What follows belongs to an exercise in optimizing a design on an open flow for small area, a short achievable clock period and few clock cycles; a production flow would make more cautious choices.

==> run M <==
==> flow/design.v <==
module corr_cos_sin (
    input  wire [3:0] m,
    output reg  [5:0] wc,
    output reg  [5:0] ws
);
  always @(*) begin
    case (m)
      4'd0:  begin wc = 6'd63; ws = 6'd0;  end
      4'd1:  begin wc = 6'd63; ws = 6'd6;  end
      4'd2:  begin wc = 6'd62; ws = 6'd12; end
      4'd3:  begin wc = 6'd60; ws = 6'd18; end
      4'd4:  begin wc = 6'd58; ws = 6'd24; end
      4'd5:  begin wc = 6'd56; ws = 6'd30; end
      4'd6:  begin wc = 6'd52; ws = 6'd35; end
      4'd7:  begin wc = 6'd49; ws = 6'd40; end
      4'd8:  begin wc = 6'd45; ws = 6'd45; end
      4'd9:  begin wc = 6'd40; ws = 6'd49; end
      4'd10: begin wc = 6'd35; ws = 6'd52; end
      4'd11: begin wc = 6'd30; ws = 6'd56; end
      4'd12: begin wc = 6'd24; ws = 6'd58; end
      4'd13: begin wc = 6'd18; ws = 6'd60; end
      4'd14: begin wc = 6'd12; ws = 6'd62; end
      default: begin wc = 6'd6; ws = 6'd63; end
    endcase
  end
endmodule
module corr_acc (
    input  wire        clk,
    input  wire        first,    
    input  wire        neg,
    input  wire [11:0] term,     
    output wire [31:0] acc,
    output wire        sat
);
  reg [10:0] lo;
  reg [20:0] hi;
  reg        pu, pd;             
  wire [12:0] tx   = {term[11], term} ^ {13{neg}};
  wire [10:0] lb   = lo & {11{!first}};
  wire [12:0] ls   = {2'b00, lb} + tx + {12'd0, neg};
  wire        c_up = !ls[12] & ls[11];
  wire        c_dn = ls[12];
  wire        lzero = (ls == 13'd0);
  wire [21:0] t;
  assign t[0] = pu | pd;
  genvar i;
  generate
    for (i = 0; i < 21; i = i + 1) begin : g_hi
      assign t[i+1] = t[i] & (hi[i] ^ pd);
    end
  endgenerate
  wire h_top  = (hi[20:1] == 20'h7FFFF);
  wire h_bot  = (hi[20:1] == 20'h80000);
  wire eq_max = !first & h_top & (hi[0] ? (!pu & !pd) : pu);
  wire eq_min = !first & h_bot & (hi[0] ? pd : (!pu & !pd));
  wire ovp = eq_max & c_up;
  wire ovn = eq_min & (c_dn | lzero);
  assign sat = ovp | ovn;
  always @(posedge clk) begin
    lo <= ovp ? 11'h7FF : ovn ? 11'h001 : ls[10:0];
    pu <= c_up & !eq_max;
    pd <= c_dn & !eq_min;
    hi <= (hi ^ t[20:0]) & {21{!first}};
  end
  assign acc = {hi, lo};
endmodule
module corr_channel (
    input  wire        clk,
    input  wire        rst,
    input  wire        cfg_valid,
    output wire        cfg_ready,
    input  wire [35:0] cfg_fcw,
    input  wire [35:0] cfg_phi,
    input  wire [35:0] cfg_cfw,
    input  wire [35:0] cfg_frac,
    input  wire [3:0]  cfg_de,
    input  wire [3:0]  cfg_dv,
    input  wire [23:0] cfg_nsamp,
    input  wire        s_valid,
    output wire        s_ready,
    input  wire        s_x,
    input  wire [3:0]  s_i,
    input  wire [3:0]  s_q,
    input  wire        chip,
    output wire        chip_take,
    output wire        res_valid,
    output wire [31:0] res_ve_i,
    output wire [31:0] res_ve_q,
    output wire [31:0] res_e_i,
    output wire [31:0] res_e_q,
    output wire [31:0] res_p_i,
    output wire [31:0] res_p_q,
    output wire [31:0] res_l_i,
    output wire [31:0] res_l_q,
    output wire [31:0] res_vl_i,
    output wire [31:0] res_vl_q,
    output wire [23:0] res_used,
    output wire        res_range
);
  reg        rdy;         
  reg        wact;        
  reg        s_rdy;
  reg        si_v;        
  reg        si_x;
  reg  [3:0] si_i, si_q;
  reg [35:0] fcw, cfw, phase, frac;
  reg  [3:0] de, dv;
  reg [23:0] rem;         
  reg        rem1;        
  reg        first;
  reg  [6:0] q;
  reg  [2:0] occ;
  reg        take;
  reg        cfg_ready_q, s_ready_q, take_q;    
  wire s_fire = s_valid & s_rdy;
  wire nv     = si_v & wact;           
  wire lastn  = nv & rem1;
  wire [35:0] frac_sum, phase_sum;
  wire        carry, unused_co;
  add_bk #(36) u_frac  (.a(frac),  .b(cfw), .ci(1'b0), .s(frac_sum),  .co(carry));
  add_bk #(36) u_phase (.a(phase), .b(fcw), .ci(1'b0), .s(phase_sum), .co(unused_co));
  wire        pop3     = lastn;
  wire        pop1     = nv & !rem1 & carry;
  wire [6:0] q_sh  = pop3 ? {3'b000, q[6:3]} : pop1 ? {1'b0, q[6:1]} : q;
  wire [2:0] occ_p = occ - (pop3 ? 3'd3 : pop1 ? 3'd1 : 3'd0);
  wire [2:0] occ_n = occ_p + {2'b00, take};
  reg  [6:0] q_n;
  integer j;
  always @(*) begin
    q_n = q_sh;
    for (j = 0; j < 7; j = j + 1)
      if (take && occ_p == j) q_n[j] = chip;
  end
  wire       wact_n = rdy ? cfg_valid : (wact & !lastn);
  wire       si_v_n = s_fire | (si_v & !nv);
  wire       rem2   = (rem == 24'd2);
  wire [24:0] rt;
  assign rt[0] = 1'b1;
  genvar gi;
  generate
    for (gi = 0; gi < 24; gi = gi + 1) begin : g_rem
      assign rt[gi+1] = rt[gi] & !rem[gi];
    end
  endgenerate
  wire       rem1c  = rdy | (nv ? rem2 : rem1);      
  wire       nv_n   = si_v_n & wact_n;
  wire [3:0] occ_lb = {1'b0, occ} + {3'b000, take} - (nv ? (rem1 ? 4'd3 : 4'd1) : 4'd0);
  wire [3:0] need   = nv_n ? (rem1c ? 4'd6 : 4'd4) : 4'd3;
  wire       chip_ok = (occ_lb >= need);
  always @(posedge clk) begin
    if (rst) begin
      rdy   <= 1'b1;
      wact  <= 1'b0;
      s_rdy <= 1'b0;
      si_v  <= 1'b0;
      occ   <= 3'd0;
      take  <= 1'b0;
      cfg_ready_q <= 1'b1;
      s_ready_q   <= 1'b0;
      take_q      <= 1'b0;
    end else begin
      rdy   <= rdy ? !cfg_valid : lastn;
      wact  <= wact_n;
      s_rdy <= (!si_v_n | wact_n) & chip_ok;
      si_v  <= si_v_n;
      occ   <= occ_n;
      take  <= (occ_n != 3'd7);
      cfg_ready_q <= rdy ? !cfg_valid : lastn;
      s_ready_q   <= (!si_v_n | wact_n) & chip_ok;
      take_q      <= (occ_n != 3'd7);
    end
  end
  always @(posedge clk) begin
    q <= q_n;
    if (s_rdy) begin
      si_x <= s_x;
      si_i <= s_i;
      si_q <= s_q;
    end
    if (rdy) begin
      fcw   <= cfg_fcw;
      cfw   <= cfg_cfw;
      de    <= cfg_de;
      dv    <= cfg_dv;
      phase <= cfg_phi;
      frac  <= cfg_frac;
      rem   <= cfg_nsamp;
      rem1  <= (cfg_nsamp == 24'd1);
      first <= 1'b1;
    end else if (nv) begin
      phase <= phase_sum;
      frac  <= frac_sum;
      rem   <= rem ^ rt[23:0];
      rem1  <= rem2;
      first <= 1'b0;
    end
  end
  wire [3:0] fh = frac[35:32];
  wire c_m = q[0];
  wire c_0 = q[1];
  wire c_p = q[2];
  wire [4:0] fh_de = {1'b0, fh} + {1'b0, de};
  wire [4:0] fh_dv = {1'b0, fh} + {1'b0, dv};
  wire [4:0] r_n;
  assign r_n[0] = (fh < dv) ? c_m : c_0;      
  assign r_n[1] = (fh < de) ? c_m : c_0;      
  assign r_n[2] = c_0;                        
  assign r_n[3] = fh_de[4] ? c_p : c_0;       
  assign r_n[4] = fh_dv[4] ? c_p : c_0;       
  wire [1:0] quad = phase[35:34];
  reg  [3:0] ci_n, cq_n;
  always @(*) begin
    case (quad)
      2'd0: begin ci_n = si_i;  cq_n = si_q;  end
      2'd1: begin ci_n = si_q;  cq_n = ~si_i; end
      2'd2: begin ci_n = ~si_i; cq_n = ~si_q; end
      default: begin ci_n = ~si_q; cq_n = si_i; end
    endcase
  end
  wire [5:0] wc_n, ws_n;
  corr_cos_sin u_lut (.m(phase[33:30]), .wc(wc_n), .ws(ws_n));
  reg        m_v, m_x, m_first, m_last;
  reg  [4:0] m_r;
  reg  [3:0] m_ci, m_cq;
  reg  [5:0] m_wc, m_ws;
  always @(posedge clk) begin
    if (rst) m_v <= 1'b0;
    else     m_v <= nv;
    m_x     <= si_x;
    m_first <= first;
    m_last  <= rem1;
    m_r     <= r_n;
    m_ci    <= ci_n;
    m_cq    <= cq_n;
    m_wc    <= wc_n;
    m_ws    <= ws_n;
  end
  wire signed [4:0]  vi = {m_ci, 1'b1};
  wire signed [4:0]  vq = {m_cq, 1'b1};
  wire signed [6:0]  wc = {1'b0, m_wc};
  wire signed [6:0]  ws = {1'b0, m_ws};
  wire signed [11:0] re = vi * wc + vq * ws;
  wire signed [11:0] im = vq * wc - vi * ws;
  wire               m_en = m_v & !m_x;
  reg        a_v, a_en, a_first, a_last;
  reg  [4:0] a_r;
  reg [11:0] a_re, a_im;
  always @(posedge clk) begin
    if (rst) begin
      a_v     <= 1'b0;
      a_en    <= 1'b0;
      a_first <= 1'b0;
      a_last  <= 1'b0;
    end else begin
      a_v     <= m_v;
      a_en    <= m_en;
      a_first <= m_v & m_first;
      a_last  <= m_v & m_last;
    end
    a_r  <= m_r;
    a_re <= m_en ? re : 12'd0;
    a_im <= m_en ? im : 12'd0;
  end
  wire [9:0] sat;
  corr_acc u_ve_i (.clk(clk), .first(a_first), .neg(a_r[0]), .term(a_re), .acc(res_ve_i), .sat(sat[0]));
  corr_acc u_ve_q (.clk(clk), .first(a_first), .neg(a_r[0]), .term(a_im), .acc(res_ve_q), .sat(sat[1]));
  corr_acc u_e_i  (.clk(clk), .first(a_first), .neg(a_r[1]), .term(a_re), .acc(res_e_i),  .sat(sat[2]));
  corr_acc u_e_q  (.clk(clk), .first(a_first), .neg(a_r[1]), .term(a_im), .acc(res_e_q),  .sat(sat[3]));
  corr_acc u_p_i  (.clk(clk), .first(a_first), .neg(a_r[2]), .term(a_re), .acc(res_p_i),  .sat(sat[4]));
  corr_acc u_p_q  (.clk(clk), .first(a_first), .neg(a_r[2]), .term(a_im), .acc(res_p_q),  .sat(sat[5]));
  corr_acc u_l_i  (.clk(clk), .first(a_first), .neg(a_r[3]), .term(a_re), .acc(res_l_i),  .sat(sat[6]));
  corr_acc u_l_q  (.clk(clk), .first(a_first), .neg(a_r[3]), .term(a_im), .acc(res_l_q),  .sat(sat[7]));
  corr_acc u_vl_i (.clk(clk), .first(a_first), .neg(a_r[4]), .term(a_re), .acc(res_vl_i), .sat(sat[8]));
  corr_acc u_vl_q (.clk(clk), .first(a_first), .neg(a_r[4]), .term(a_im), .acc(res_vl_q), .sat(sat[9]));
  reg [23:0] used;
  reg        range;
  reg        done1, done2;
  wire [24:0] ut;
  assign ut[0] = a_en;
  generate
    for (gi = 0; gi < 24; gi = gi + 1) begin : g_used
      assign ut[gi+1] = ut[gi] & used[gi];
    end
  endgenerate
  always @(posedge clk) begin
    used  <= a_first ? {23'd0, a_en} : used ^ ut[23:0];
    range <= (a_first ? 1'b0 : range) | (|sat);
    if (rst) begin
      done1 <= 1'b0;
      done2 <= 1'b0;
    end else begin
      done1 <= a_v & a_last;      
      done2 <= done1;
    end
  end
  assign cfg_ready = cfg_ready_q;
  assign s_ready   = s_ready_q;
  assign chip_take = take_q;
  assign res_valid = done2;
  assign res_used  = used;
  assign res_range = range;
endmodule
module add_bk #(parameter N = 36) (
    input  wire [N-1:0] a,
    input  wire [N-1:0] b,
    input  wire         ci,
    output wire [N-1:0] s,
    output wire         co
);
  localparam TOP = (N > 32) ? 64 : (N > 16) ? 32 : (N > 8) ? 16 : (N > 4) ? 8 : 4;
  wire [N-1:0] p0 = a ^ b;
  wire [N-1:0] g0 = a & b;
  reg  [N-1:0] g, p;
  integer l, i;
  always @(*) begin
    g = g0;
    p = p0;
    g[0] = g0[0] | (p0[0] & ci);
    for (l = 1; l < TOP; l = l * 2)
      for (i = 2 * l - 1; i < N; i = i + 2 * l) begin
        g[i] = g[i] | (p[i] & g[i-l]);
        p[i] = p[i] & p[i-l];
      end
    for (l = TOP / 2; l >= 1; l = l / 2)
      for (i = 3 * l - 1; i < N; i = i + 2 * l) begin
        g[i] = g[i] | (p[i] & g[i-l]);
        p[i] = p[i] & p[i-l];
      end
  end
  assign s  = p0 ^ {g[N-2:0], ci};
  assign co = g[N-1];
endmodule
==> flow/flow/run.sh <==
#!/bin/bash
# Standard layout, with plain buffers (buf_1) on the ports instead of the
# delay-cell buffers buffer_ports picks by default.
set -euo pipefail
export BUFFER_PORTS_ARGS="-buffer_cell sky130_fd_sc_hd__buf_1"
bash standard.sh finish > flow.log 2>&1
==> flow/standard.sh <==
#!/bin/bash
# synth_recipe.tcl (not shown) runs the flow's synth.tcl, then flattens the netlist and writes it again
# the make line also repeats each setting of config.mk as NAME=value (left out here)
make -C /OpenROAD-flow-scripts/flow DESIGN_CONFIG=/design/flow/config.mk WORK_HOME=/design/flow/orfs CLKGATE_MAP_FILE= SYNTH_SCRIPT=/design/flow/synth_recipe.tcl "${@:-finish}"
==> flow/config.mk <==
export PLATFORM = sky130hd
export DESIGN_NAME = corr_channel
export DESIGN_NICKNAME = corr_channel
export VERILOG_FILES = /design/flow/design.v
export SDC_FILE = /design/flow/constraint.sdc
export NUM_CORES = 4
export LEC_CHECK = 0
export CAP_MARGIN = 20
export CORE_MARGIN = 2
export CORE_UTILIZATION = 40
export PLACE_DENSITY = 0.6
export SLEW_MARGIN = 20
==> flow/constraint.sdc <==
create_clock -name core_clock -period 13.0 [get_ports {clk}]
set_input_delay 2.6000 -clock core_clock [delete_from_list [all_inputs] [get_ports {clk}]]
set_output_delay 2.6000 -clock core_clock [all_outputs]
set_load 0.01 [all_outputs]
==> run R (differences from run M) <==
--- a/flow/design.v
+++ b/flow/design.v
@@ -28,3 +28,3 @@
     input  wire        clk,
-    input  wire        first,    
+    input  wire        clear,
     input  wire        neg,
@@ -38,4 +38,3 @@
   wire [12:0] tx   = {term[11], term} ^ {13{neg}};
-  wire [10:0] lb   = lo & {11{!first}};
-  wire [12:0] ls   = {2'b00, lb} + tx + {12'd0, neg};
+  wire [12:0] ls   = {2'b00, lo} + tx + {12'd0, neg};
   wire        c_up = !ls[12] & ls[11];
@@ -53,4 +52,4 @@
   wire h_bot  = (hi[20:1] == 20'h80000);
-  wire eq_max = !first & h_top & (hi[0] ? (!pu & !pd) : pu);
-  wire eq_min = !first & h_bot & (hi[0] ? pd : (!pu & !pd));
+  wire eq_max = h_top & (hi[0] ? (!pu & !pd) : pu);
+  wire eq_min = h_bot & (hi[0] ? pd : (!pu & !pd));
   wire ovp = eq_max & c_up;
@@ -59,6 +58,13 @@
   always @(posedge clk) begin
-    lo <= ovp ? 11'h7FF : ovn ? 11'h001 : ls[10:0];
-    pu <= c_up & !eq_max;
-    pd <= c_dn & !eq_min;
-    hi <= (hi ^ t[20:0]) & {21{!first}};
+    if (clear) begin
+      lo <= 11'd0;
+      hi <= 21'd0;
+      pu <= 1'b0;
+      pd <= 1'b0;
+    end else begin
+      lo <= ovp ? 11'h7FF : ovn ? 11'h001 : ls[10:0];
+      pu <= c_up & !eq_max;
+      pd <= c_dn & !eq_min;
+      hi <= hi ^ t[20:0];
+    end
   end
@@ -109,3 +115,3 @@
   reg        rem1;        
-  reg        first;
+  reg        fresh;       
   reg  [6:0] q;
@@ -115,3 +121,3 @@
   wire s_fire = s_valid & s_rdy;
-  wire nv     = si_v & wact;           
+  wire nv     = si_v & wact & !fresh;  
   wire lastn  = nv & rem1;
@@ -145,3 +151,4 @@
   wire       rem1c  = rdy | (nv ? rem2 : rem1);      
-  wire       nv_n   = si_v_n & wact_n;
+  wire       fresh_n = rdy & cfg_valid;
+  wire       nv_n   = si_v_n & wact_n & !fresh_n;
   wire [3:0] occ_lb = {1'b0, occ} + {3'b000, take} - (nv ? (rem1 ? 4'd3 : 4'd1) : 4'd0);
@@ -157,2 +164,3 @@
       take  <= 1'b0;
+      fresh <= 1'b0;
       cfg_ready_q <= 1'b1;
@@ -163,3 +171,4 @@
       wact  <= wact_n;
-      s_rdy <= (!si_v_n | wact_n) & chip_ok;
+      fresh <= fresh_n;
+      s_rdy <= (!si_v_n | (wact_n & !fresh_n)) & chip_ok;
       si_v  <= si_v_n;
@@ -168,3 +177,3 @@
       cfg_ready_q <= rdy ? !cfg_valid : lastn;
-      s_ready_q   <= (!si_v_n | wact_n) & chip_ok;
+      s_ready_q   <= (!si_v_n | (wact_n & !fresh_n)) & chip_ok;
       take_q      <= (occ_n != 3'd7);
@@ -188,3 +197,2 @@
       rem1  <= (cfg_nsamp == 24'd1);
-      first <= 1'b1;
     end else if (nv) begin
@@ -194,3 +202,2 @@
       rem1  <= rem2;
-      first <= 1'b0;
     end
@@ -221,6 +228,13 @@
   corr_cos_sin u_lut (.m(phase[33:30]), .wc(wc_n), .ws(ws_n));
-  reg        m_v, m_x, m_first, m_last;
-  reg  [4:0] m_r;
-  reg  [3:0] m_ci, m_cq;
-  reg  [5:0] m_wc, m_ws;
+  wire signed [4:0]  vi_n = {ci_n, 1'b1};
+  wire signed [4:0]  vq_n = {cq_n, 1'b1};
+  wire signed [6:0]  wc_s = {1'b0, wc_n};
+  wire signed [6:0]  ws_s = {1'b0, ws_n};
+  wire signed [10:0] p_ic = vi_n * wc_s;
+  wire signed [10:0] p_qs = vq_n * ws_s;
+  wire signed [10:0] p_qc = vq_n * wc_s;
+  wire signed [10:0] p_is = vi_n * ws_s;
+  reg         m_v, m_x, m_last;
+  reg   [4:0] m_r;
+  reg  [10:0] m_ic, m_qs, m_qc, m_is;
   always @(posedge clk) begin
@@ -228,19 +242,14 @@
     else     m_v <= nv;
-    m_x     <= si_x;
-    m_first <= first;
-    m_last  <= rem1;
-    m_r     <= r_n;
-    m_ci    <= ci_n;
-    m_cq    <= cq_n;
-    m_wc    <= wc_n;
-    m_ws    <= ws_n;
+    m_x    <= si_x;
+    m_last <= rem1;
+    m_r    <= r_n;
+    m_ic   <= p_ic;
+    m_qs   <= p_qs;
+    m_qc   <= p_qc;
+    m_is   <= p_is;
   end
-  wire signed [4:0]  vi = {m_ci, 1'b1};
-  wire signed [4:0]  vq = {m_cq, 1'b1};
-  wire signed [6:0]  wc = {1'b0, m_wc};
-  wire signed [6:0]  ws = {1'b0, m_ws};
-  wire signed [11:0] re = vi * wc + vq * ws;
-  wire signed [11:0] im = vq * wc - vi * ws;
-  wire               m_en = m_v & !m_x;
-  reg        a_v, a_en, a_first, a_last;
+  wire [11:0] re = {m_ic[10], m_ic} + {m_qs[10], m_qs};
+  wire [11:0] im = {m_qc[10], m_qc} - {m_is[10], m_is};
+  wire        m_en = m_v & !m_x;
+  reg        a_v, a_en, a_last;
   reg  [4:0] a_r;
@@ -251,3 +260,2 @@
       a_en    <= 1'b0;
-      a_first <= 1'b0;
       a_last  <= 1'b0;
@@ -256,3 +264,2 @@
       a_en    <= m_en;
-      a_first <= m_v & m_first;
       a_last  <= m_v & m_last;
@@ -264,15 +271,15 @@
   wire [9:0] sat;
-  corr_acc u_ve_i (.clk(clk), .first(a_first), .neg(a_r[0]), .term(a_re), .acc(res_ve_i), .sat(sat[0]));
-  corr_acc u_ve_q (.clk(clk), .first(a_first), .neg(a_r[0]), .term(a_im), .acc(res_ve_q), .sat(sat[1]));
-  corr_acc u_e_i  (.clk(clk), .first(a_first), .neg(a_r[1]), .term(a_re), .acc(res_e_i),  .sat(sat[2]));
-  corr_acc u_e_q  (.clk(clk), .first(a_first), .neg(a_r[1]), .term(a_im), .acc(res_e_q),  .sat(sat[3]));
-  corr_acc u_p_i  (.clk(clk), .first(a_first), .neg(a_r[2]), .term(a_re), .acc(res_p_i),  .sat(sat[4]));
-  corr_acc u_p_q  (.clk(clk), .first(a_first), .neg(a_r[2]), .term(a_im), .acc(res_p_q),  .sat(sat[5]));
-  corr_acc u_l_i  (.clk(clk), .first(a_first), .neg(a_r[3]), .term(a_re), .acc(res_l_i),  .sat(sat[6]));
-  corr_acc u_l_q  (.clk(clk), .first(a_first), .neg(a_r[3]), .term(a_im), .acc(res_l_q),  .sat(sat[7]));
-  corr_acc u_vl_i (.clk(clk), .first(a_first), .neg(a_r[4]), .term(a_re), .acc(res_vl_i), .sat(sat[8]));
-  corr_acc u_vl_q (.clk(clk), .first(a_first), .neg(a_r[4]), .term(a_im), .acc(res_vl_q), .sat(sat[9]));
+  corr_acc u_ve_i (.clk(clk), .clear(clr), .neg(a_r[0]), .term(a_re), .acc(res_ve_i), .sat(sat[0]));
+  corr_acc u_ve_q (.clk(clk), .clear(clr), .neg(a_r[0]), .term(a_im), .acc(res_ve_q), .sat(sat[1]));
+  corr_acc u_e_i  (.clk(clk), .clear(clr), .neg(a_r[1]), .term(a_re), .acc(res_e_i),  .sat(sat[2]));
+  corr_acc u_e_q  (.clk(clk), .clear(clr), .neg(a_r[1]), .term(a_im), .acc(res_e_q),  .sat(sat[3]));
+  corr_acc u_p_i  (.clk(clk), .clear(clr), .neg(a_r[2]), .term(a_re), .acc(res_p_i),  .sat(sat[4]));
+  corr_acc u_p_q  (.clk(clk), .clear(clr), .neg(a_r[2]), .term(a_im), .acc(res_p_q),  .sat(sat[5]));
+  corr_acc u_l_i  (.clk(clk), .clear(clr), .neg(a_r[3]), .term(a_re), .acc(res_l_i),  .sat(sat[6]));
+  corr_acc u_l_q  (.clk(clk), .clear(clr), .neg(a_r[3]), .term(a_im), .acc(res_l_q),  .sat(sat[7]));
+  corr_acc u_vl_i (.clk(clk), .clear(clr), .neg(a_r[4]), .term(a_re), .acc(res_vl_i), .sat(sat[8]));
+  corr_acc u_vl_q (.clk(clk), .clear(clr), .neg(a_r[4]), .term(a_im), .acc(res_vl_q), .sat(sat[9]));
   reg [23:0] used;
-  reg        range;
-  reg        done1, done2;
+  reg        range, sat_q;
+  reg        done1, done2, clr;
   wire [24:0] ut;
@@ -285,4 +292,10 @@
   always @(posedge clk) begin
-    used  <= a_first ? {23'd0, a_en} : used ^ ut[23:0];
-    range <= (a_first ? 1'b0 : range) | (|sat);
+    sat_q <= |sat;
+    if (clr) begin
+      used  <= 24'd0;
+      range <= 1'b0;
+    end else begin
+      used  <= used ^ ut[23:0];
+      range <= range | sat_q;
+    end
     if (rst) begin
@@ -290,5 +303,7 @@
       done2 <= 1'b0;
+      clr   <= 1'b1;
     end else begin
       done1 <= a_v & a_last;      
-      done2 <= done1;
+      done2 <= done1;             
+      clr   <= done1;
     end
==> comparison <==
Between run M and run R, the lower fmax is in run M (gap 6.6%, measured against run R). Of run M and run R, run M has the higher die area (gap 0.34%, measured against run R). Against run R, the register-to-register slack of run M is lower by 390 ps. Of run M and run R, run R has the higher critical path depth (gap 5). Against run M, the core utilization of run R is lower by 0.059 points. Against run M, the clock skew of run R is higher by 16 ps. Against run M, the final cell count of run R is lower by 0.91%. Against run R, the via count of run M is larger by 2.2%.
No functional check of the RTL was part of any run of this note.

[static timing again, ports no longer ideal]
Ports are ideal in the flow. The routed layouts listed here were re-timed in OpenROAD.
Step 1, drivers: a clkbuf_16 drives clk and a buf_2 each remaining input, both assumed.
Step 2 times the ports against the registers' clock, not the clock port: input delays grow and output delays shrink by t, the midpoint of the rising clock arrivals with the driver on.
Slacks: no drivers / after step 1 / after step 2; pairs: no drivers / after step 1.
run	t (ns)	setup WS [ns]	worst register clock-pin slew, ns	cell pins on the clock port's net
run M	0.702	7.134 / 7.134 / 7.134	0.07 / 0.07	1
run R	0.731	7.524 / 7.524 / 7.524	0.07 / 0.07	1
After both steps setup and hold are still met in every run listed.
